This is an optimization exercise on Yosys and OpenROAD, whose aim is small area and a short achievable clock period, not a production implementation.
In this exercise RTL edits were held to simulation tests only and were not proved equivalent to the original.
Power is estimated from default activity; no workload was simulated. The clock port is modelled as an ideal driver; clocking choices that lean on that would not hold on a real chip.

## design/flow/design.v

```verilog
module irq_target #(
    parameter N  = 128,
    parameter IW = 7
) (
    input  wire          clk,
    input  wire          rst,             
    input  wire [N-1:0]  src_line,        
    input  wire          cfg_we,          
    input  wire [IW-1:0] cfg_idx,
    input  wire          cfg_sense,       
    input  wire          cfg_en,
    input  wire [3:0]    cfg_prio,
    input  wire          pend_clr,        
    input  wire [IW-1:0] clr_idx,
    input  wire          ack,             
    input  wire          eoi,             
    output wire [N-1:0]  pend,
    output wire          irq,             
    output wire [IW-1:0] cand_src,
    output wire [3:0]    cand_prio,
    output wire [4:0]    run_prio,        
    output wire          ack_valid,       
    output wire [9:0]    ack_src,         
    output wire [15:0]   spurious_cnt,
    output wire [15:0]   eoi_empty_cnt
);
    reg [N-1:0] sense_q;
    reg [N-1:0] en_q;
    reg [N-1:0] p0_q, p1_q, p2_q, p3_q;   
    reg [N-1:0] line_q;
    reg [N-1:0] pend_q;
    reg [15:0]  stk_q;                    
    reg         ack_valid_q;
    reg         ack_spur_q;
    reg [IW-1:0] ack_idx_q;
    reg [15:0]  spurious_q;
    reg [15:0]  eoi_empty_q;
    reg [4:0] run;
    integer j;
    always @* begin
        run = 5'd16;
        for (j = 15; j >= 0; j = j - 1)
            if (stk_q[j]) run = j[4:0];
    end
    wire [N-1:0] v = pend_q & en_q;
    wire [15:0] gv;                       
    wire [3:0]  gm [0:15];                
    wire [2:0]  gi [0:15];                
    genvar g;
    generate
        for (g = 0; g < 16; g = g + 1) begin : grp
            wire [7:0] v8  = v[8*g +: 8];
            wire [7:0] q3  = p3_q[8*g +: 8];
            wire [7:0] q2  = p2_q[8*g +: 8];
            wire [7:0] q1  = p1_q[8*g +: 8];
            wire [7:0] q0  = p0_q[8*g +: 8];
            wire [7:0] a3 = v8 & ~q3;
            wire       z3 = |a3;
            wire [7:0] s3 = v8 & ~(q3 & {8{z3}});
            wire [7:0] a2 = s3 & ~q2;
            wire       z2 = |a2;
            wire [7:0] s2 = s3 & ~(q2 & {8{z2}});
            wire [7:0] a1 = s2 & ~q1;
            wire       z1 = |a1;
            wire [7:0] s1 = s2 & ~(q1 & {8{z1}});
            wire [7:0] a0 = s1 & ~q0;
            wire       z0 = |a0;
            wire [7:0] s0 = s1 & ~(q0 & {8{z0}});
            assign gv[g] = |v8;
            assign gm[g] = {~z3, ~z2, ~z1, ~z0};
            assign gi[g] = s0[0] ? 3'd0 : s0[1] ? 3'd1 : s0[2] ? 3'd2 : s0[3] ? 3'd3 :
                           s0[4] ? 3'd4 : s0[5] ? 3'd5 : s0[6] ? 3'd6 : 3'd7;
        end
    endgenerate
    reg [15:0] gq3, gq2, gq1, gq0;
    integer t;
    always @* begin
        for (t = 0; t < 16; t = t + 1) begin
            gq3[t] = gm[t][3];
            gq2[t] = gm[t][2];
            gq1[t] = gm[t][1];
            gq0[t] = gm[t][0];
        end
    end
    wire [15:0] b3 = gv & ~gq3;
    wire        y3 = |b3;
    wire [15:0] r3 = gv & ~(gq3 & {16{y3}});
    wire [15:0] b2 = r3 & ~gq2;
    wire        y2 = |b2;
    wire [15:0] r2 = r3 & ~(gq2 & {16{y2}});
    wire [15:0] b1 = r2 & ~gq1;
    wire        y1 = |b1;
    wire [15:0] r1 = r2 & ~(gq1 & {16{y1}});
    wire [15:0] b0 = r1 & ~gq0;
    wire        y0 = |b0;
    wire [15:0] r0 = r1 & ~(gq0 & {16{y0}});
    wire [3:0] m     = {~y3, ~y2, ~y1, ~y0};
    wire       found = (|gv) && ({1'b0, m} < run);
    reg [15:0]   gh;
    reg [IW-1:0] low;
    integer k;
    always @* begin
        for (k = 0; k < 16; k = k + 1)
            gh[k] = r0[k] & ~|(r0 & ((16'd1 << k) - 16'd1));
        low = {IW{1'b0}};
        for (k = 0; k < 16; k = k + 1)
            low = low | ({IW{gh[k]}} & {k[3:0], gi[k]});
    end
    wire [IW-1:0] best_idx  = found ? low : {IW{1'b0}};
    wire [3:0]    best_prio = found ? m   : 4'd0;
    wire claim_ok = ack && found;
    wire empty    = (stk_q == 16'd0);
    wire [15:0] stk_pop = (eoi && !empty) ? (stk_q & (stk_q - 16'd1)) : stk_q;
    wire [15:0] stk_nxt = claim_ok ? (stk_pop | (16'd1 << m)) : stk_pop;
    wire [7:0]  we_hi  = ((cfg_we ? 8'd1 : 8'd0) << cfg_idx[6:4]) | {8{rst}};
    wire [15:0] we_lo  = (16'd1 << cfg_idx[3:0]) | {16{rst}};
    wire [7:0]  clr_hi = (pend_clr ? 8'd1 : 8'd0) << clr_idx[6:4];
    wire [15:0] clr_lo = 16'd1 << clr_idx[3:0];
    wire [7:0]  clm_hi = (claim_ok ? 8'd1 : 8'd0) << low[6:4];
    wire [15:0] clm_lo = 16'd1 << low[3:0];
    reg [N-1:0] we_dec, clr_dec, clm_dec;
    integer d;
    always @* begin
        for (d = 0; d < N; d = d + 1) begin
            we_dec[d]  = we_hi[d / 16]  & we_lo[d % 16];
            clr_dec[d] = clr_hi[d / 16] & clr_lo[d % 16];
            clm_dec[d] = clm_hi[d / 16] & clm_lo[d % 16];
        end
    end
    wire [N-1:0] src = src_line & {N{~rst}};
    wire [N-1:0] take     = we_dec | ~sense_q | (src & ~line_q);
    wire [N-1:0] pend_nxt = (take & src) | (~take & pend_q & ~(clr_dec | clm_dec));
    wire cfg_s = cfg_sense & ~rst;
    wire cfg_e = cfg_en & ~rst;
    integer n;
    always @(posedge clk) begin
        line_q <= src;
        pend_q <= pend_nxt;
        for (n = 0; n < N; n = n + 1) begin
            if (we_dec[n]) begin
                sense_q[n] <= cfg_s;
                en_q[n]    <= cfg_e;
                p0_q[n]    <= cfg_prio[0];
                p1_q[n]    <= cfg_prio[1];
                p2_q[n]    <= cfg_prio[2];
                p3_q[n]    <= cfg_prio[3];
            end
        end
        if (rst) begin
            stk_q       <= 16'd0;
            ack_valid_q <= 1'b0;
            ack_spur_q  <= 1'b0;
            ack_idx_q   <= {IW{1'b0}};
            spurious_q  <= 16'd0;
            eoi_empty_q <= 16'd0;
        end else begin
            stk_q  <= stk_nxt;
            eoi_empty_q <= eoi_empty_q + {15'd0, eoi && empty && !(&eoi_empty_q)};
            ack_valid_q <= ack;
            if (ack) begin
                ack_spur_q <= !found;
                ack_idx_q  <= found ? low : {IW{1'b1}};
            end
            spurious_q <= spurious_q + {15'd0, ack && !found && !(&spurious_q)};
        end
    end
    assign pend          = pend_q;
    assign irq           = found;
    assign cand_src      = best_idx;
    assign cand_prio     = best_prio;
    assign run_prio      = run;
    assign ack_valid     = ack_valid_q;
    assign ack_src       = {{(10-IW){ack_spur_q}}, ack_idx_q};
    assign spurious_cnt  = spurious_q;
    assign eoi_empty_cnt = eoi_empty_q;
endmodule
```

## design/flow/flow/run.sh

```bash
#!/bin/bash
# The standard ORFS layout (standard.sh) with three changes in how it is made:
# - ports are buffered with a plain buffer (buf_1) instead of a clock-delay
#   buffer;
# - clock tree synthesis clusters more flip-flops per leaf buffer (at most 30
#   within 110 um) and inserts no dummy loads;
# - timing repair aims at a setup slack of 183.5 ns (the SDC is unchanged), so
#   that it sizes up the gates of the candidate logic on the slowest paths.
# Synthesis is the standard one, run unchanged. Each step's full output goes
# to its own log file in this folder.
set -uo pipefail
export BUFFER_PORTS_ARGS="-buffer_cell sky130_fd_sc_hd__buf_1"
export CTS_ARGS="-sink_clustering_enable -repair_clock_nets -dont_use_dummy_load -buf_list sky130_fd_sc_hd__clkbuf_16 -sink_clustering_size 30 -sink_clustering_max_diameter 110"
bash standard.sh synth > synth.log 2>&1 || exit 1
sed -e "s/SETUP_SLACK_MARGIN=[0-9.]*/SETUP_SLACK_MARGIN=183.5/" standard.sh > standard_margin.sh
bash standard_margin.sh > layout.log 2>&1
```

## design/flow/standard.sh

```bash
#!/bin/bash
# synth_recipe.tcl (not shown) runs the flow's synth.tcl, then flattens the netlist and writes it again
# the make line also repeats each setting of config.mk as NAME=value (left out here)
make -C /OpenROAD-flow-scripts/flow DESIGN_CONFIG=/design/flow/config.mk WORK_HOME=/design/flow/orfs CLKGATE_MAP_FILE= SYNTH_SCRIPT=/design/flow/synth_recipe.tcl "${@:-finish}"
```

## design/flow/config.mk

```make
export PLATFORM = sky130hd
export DESIGN_NAME = irq_target
export DESIGN_NICKNAME = irq_target
export VERILOG_FILES = /design/flow/design.v
export SDC_FILE = /design/flow/constraint.sdc
export NUM_CORES = 4
export LEC_CHECK = 0
export ABC_CLOCK_PERIOD_IN_PS = 40
export CAP_MARGIN = 20
export CORE_MARGIN = 2
export CORE_UTILIZATION = 55
export PLACE_DENSITY = 0.7
export SETUP_SLACK_MARGIN = 5
export SLEW_MARGIN = 20
```

## design/flow/constraint.sdc

```tcl
create_clock -name core_clock -period 240.0 [get_ports {clk}]
set_input_delay 48.0000 -clock core_clock [delete_from_list [all_inputs] [get_ports {clk}]]
set_output_delay 48.0000 -clock core_clock [all_outputs]
set_load 0.01 [all_outputs]
```

==> run notes <==
Status - timing/DRC/antenna clean
HP Start - ack_idx_q[4]$_SDFFE_PP0P_
Root Driver - clkbuf_16
Worst Hold End - ack_idx_q[4]$_SDFFE_PP0P_
Antenna-violating nets left - 0
Leading cell type in the layout, fill and taps excluded - edfxtp_1
GRT met3 Usage - 7.865%
Maximum clock insertion buffer count - 3
Global routing's busiest layer - met2
Peak supply drop - 13.34 µV
CTS Sinks - 1081
Startpoint types - flop
Cell Rows - 110
Kind of critical path - flop to output pin
Overall Global Routing Usage - 37.17%
Final Power - 0.5723 mW
Final net count - 4958
Fmax - 0.01774 GHz
Gr ovfl total - 0
CTS tree - built
R2R setup slack - 230.62 ns
Sw Ratio - 45.32%
Die X - 304.8 µm
Sequential Power Share - 39.9%
Worst hold margin - 0.4938 ns
Comb pwr share - 45.0%
Layout area overhead - 8.159%
Max-cap violation count - 0
Synthesized instance count - 4466
Register area share after synthesis - 58.92%
Share of layout cells above drive strength 1 - 9.677%
CTS buffer count - 42
Die ar. - 92930 µm²
Yosys cell types - 97
CP Data Required Time - 192.00 ns
Worst reg2reg path depth - 26
Via/cell ratio - 6.789
Vias in the first global route - 37.51k
Most frequent cells in the layout - 768 x edfxtp_1, 404 x nand2_1, 348 x inv_1, 336 x buf_1, 313 x dfxtp_1
M1 GR Usage - 49.01%
DR iter-0 viols - 5478
P_leak - 19.43 nW
Crit share post-route - 23.48%
Worst-margin pin slew - 1.194 ns
Hold Path Stages - 2
Yosys reg bits - 1081
YS warnings - 1
First-pass GRT wire length - 253.3 mm
Pre-antenna DRT Iters - 7
Initial antenna violation count - 6
Clk_skew - 0.05869 ns
Met2 Usage GRT - 57.51%
RePlAce Congestion - 1.003
CP Launch Point - en_q[42]$_DFFE_PP_
Pint - 0.3129 mW
Netlist Area Pre-Place - 49780 µm²
Syn_area_per_cell - 11.15 µm²
Final hold vios - 0
Primary FF master, synth - edfxtp_1
WL/cell - 29.81 µm
CP Data Arrival Time - 8.36 ns
Synth async-reset ratio - 0%
Die Ht - 304.8 µm
Slew Limit Headroom - 20.18%
Ports - 342
Starting Density - 55.39%
Reg-to-reg endpoint - pend_q[56]$_DFF_P_
CTS H-Tree Depth - 2
Final setup TNS - 0 ns
Count of final max-slew check failures - 0
Synthesized Nets - 4627
I/O Buffers - 341
Post-synth EDFFs - 768
Dpl cells - 5913
Pwr/cell area - 10.63 nW/µm²
Final worst path period need - 56.36 ns
RSZ-0062 raised after global routing - no
Clock Latency Late Sink - 0.66 ns
Crit Path Max Fanout - 16
CORE AREA - 89870 µm²
Clock Power Share - 15.1%
Largest net degree at the start of global routing - 107
WL final - 178.1 mm
Net load switching power - 0.2594 mW
Finished Layout Cells - 5975
Final setup fails - 0
Worst R2R Start - en_q[42]$_DFFE_PP_
Post-detail-place hpwl - 127.0 mm
DRC - 0
Post-route design area - 53840 µm²
Setup crit end kind - output pin
Worst Hold Class - flop to flop
DR vias - 40.56k
DP Area - 52440 µm²
Clk pin slew, worst setup/hold paths - 0.12 ns
metrics by stage:
step | worst slack, ns | util [%]
2_1_floorplan | 186.04 | -
3_3_place_gp | 183.16 | 58.34
6_report | 183.64 | 59.91
3_5_place_dp | 182.88 | 58.35
5_1_grt | 183.51 | 59.89
4_1_cts | 183.61 | 59.65
power by group through the flow:
| stage | Clock (mW) | Sequential [mW] | Combinational (mW) |
|---|---|---|---|
| 6_report | 0.0866 | 0.228 | 0.257 |
| 3_5_place_dp | 0 | 0.232 | 0.241 |
| 2_1_floorplan | 0 | 0.231 | 0.137 |
| 3_3_place_gp | 0 | 0.232 | 0.241 |
| 4_1_cts | 0.0874 | 0.228 | 0.245 |
| 5_1_grt | 0.0927 | 0.230 | 0.265 |
worst max path at each step:
stage                        endpoint  slack (ns)  depth (start not counted)
after floorplan           cand_src[2]      186.04                         26
after global placement    cand_src[2]      183.16                         25
after detailed placement  cand_src[2]      182.88                         25
after CTS                 cand_src[1]      183.61                         25
after global routing      cand_src[1]      183.51                         25
final                     cand_src[2]      183.64                         24
kinds of logic (layout without fill, tap and decap cells):
group	after synthesis	in the layout	share of synthesized area, %
other	0	4	0
adders and majority gates	7	7	0.1759
buffers and inverters	496	823	4.135
AOI/OAI and AO/OA	1563	1563	23.06
and+or+nand+nor	1300	1302	13.38
xor gates and xnor gates	19	19	0.3343
DFF	1081	1081	58.92
area by class of cell:
type	count	area [µm²]
timing repair buffer	431	2032
multi-input combinational	2891	18630
clock buffer	42	1051
fill	7498	36030
antenna	4	10.01
sequential	1081	29330
tap	1176	1471
inverter	350	1318
metal layers:
| layer | share of wire, % | vias up |
|---|---|---|
| li1 | - | 17950 |
| met1 | 39 | 19876 |
| met2 | 44 | 2311 |
| met3 | 10 | 415 |
| met4 | 6.5 | 12 |
| met5 | 0.045 | - |
cells in the mapped netlist, types with 60 or more instances:
master	number	area, µm²
o221a_2	127	1430
nor3_1	154	770.7
nor2_1	215	807.0
edfxtp_1	768	23060
nand2b_1	158	988.5
a31oi_1	277	1733
a21oi_1	220	1101
a21o_1	112	840.8
o21ai_0	170	850.8
clkbuf_1	84	315.3
nor2b_1	60	375.4
o22ai_1	88	550.5
dfxtp_1	313	6266
inv_1	348	1306
a211o_1	67	586.8
a211oi_1	101	758.2
nand2_1	405	1520
a221oi_1	64	560.5
nand4_1	61	381.6
registers in the layout, indices dropped and copies added, names as in the netlist:
name and cells:
p1_q 128, spurious_q 16, stk_q 16, ack_spur_q 1, line_q 128, p0_q 128, ack_idx_q 7, eoi_empty_q 16
p3_q 128, pend_q 128, sense_q 128, p2_q 128, en_q 128, ack_valid_q 1
worst max-delay path, stage by stage (launching register included):
cell	delay [ns]
edfxtp_1	0.38
nand2_1	0.14
o22ai_1	0.10
or4_4	0.67
nor4_2	0.65
and4_4	0.47
a21oi_1	0.10
o22ai_1	0.29
nor4_4	0.12
buf_4	0.18
nand2_2	0.30
inv_2	0.17
o21ai_0	0.41
inv_1	0.17
o21ai_0	0.32
o22ai_1	0.25
or4_4	0.66
nor2_4	0.28
nor2_1	0.06
or4b_1	0.54
or3_1	0.34
or4_4	0.53
and4_4	0.25
nor2_1	0.12
buf_1	0.17
what timing repair did:
item	CTS	global route
buffers inserted	11	2
gates cloned	0	2
pin swaps	4	3
resized for setup	7	30
hold buffers	0	0
endpoints found under the setup margin	12	9

-- re-timing with driven ports --
Ports are ideal in the flow. The routed layout listed here was re-timed in OpenROAD.
Step 1 assumes that a clkbuf_16 drives the clock port and a buf_2 every other input.
Step 2, shift: input delay + t, output delay - t, t = (earliest + latest rising clock arrival at the registers) / 2. This alone moves slack from input paths to output paths.
Three values: ideal, step 1, step 2; two values: the first two.
shift t [ns]: 0.701
slack for setup (ns): 183.643 / 183.570 / 184.271
hold WS [ns]: 0.494 / 0.494 / 0.494
After both steps this run still meets setup and hold. The setup slack of this run moves by -0.073 ns with the drivers and by +0.628 ns with both steps.
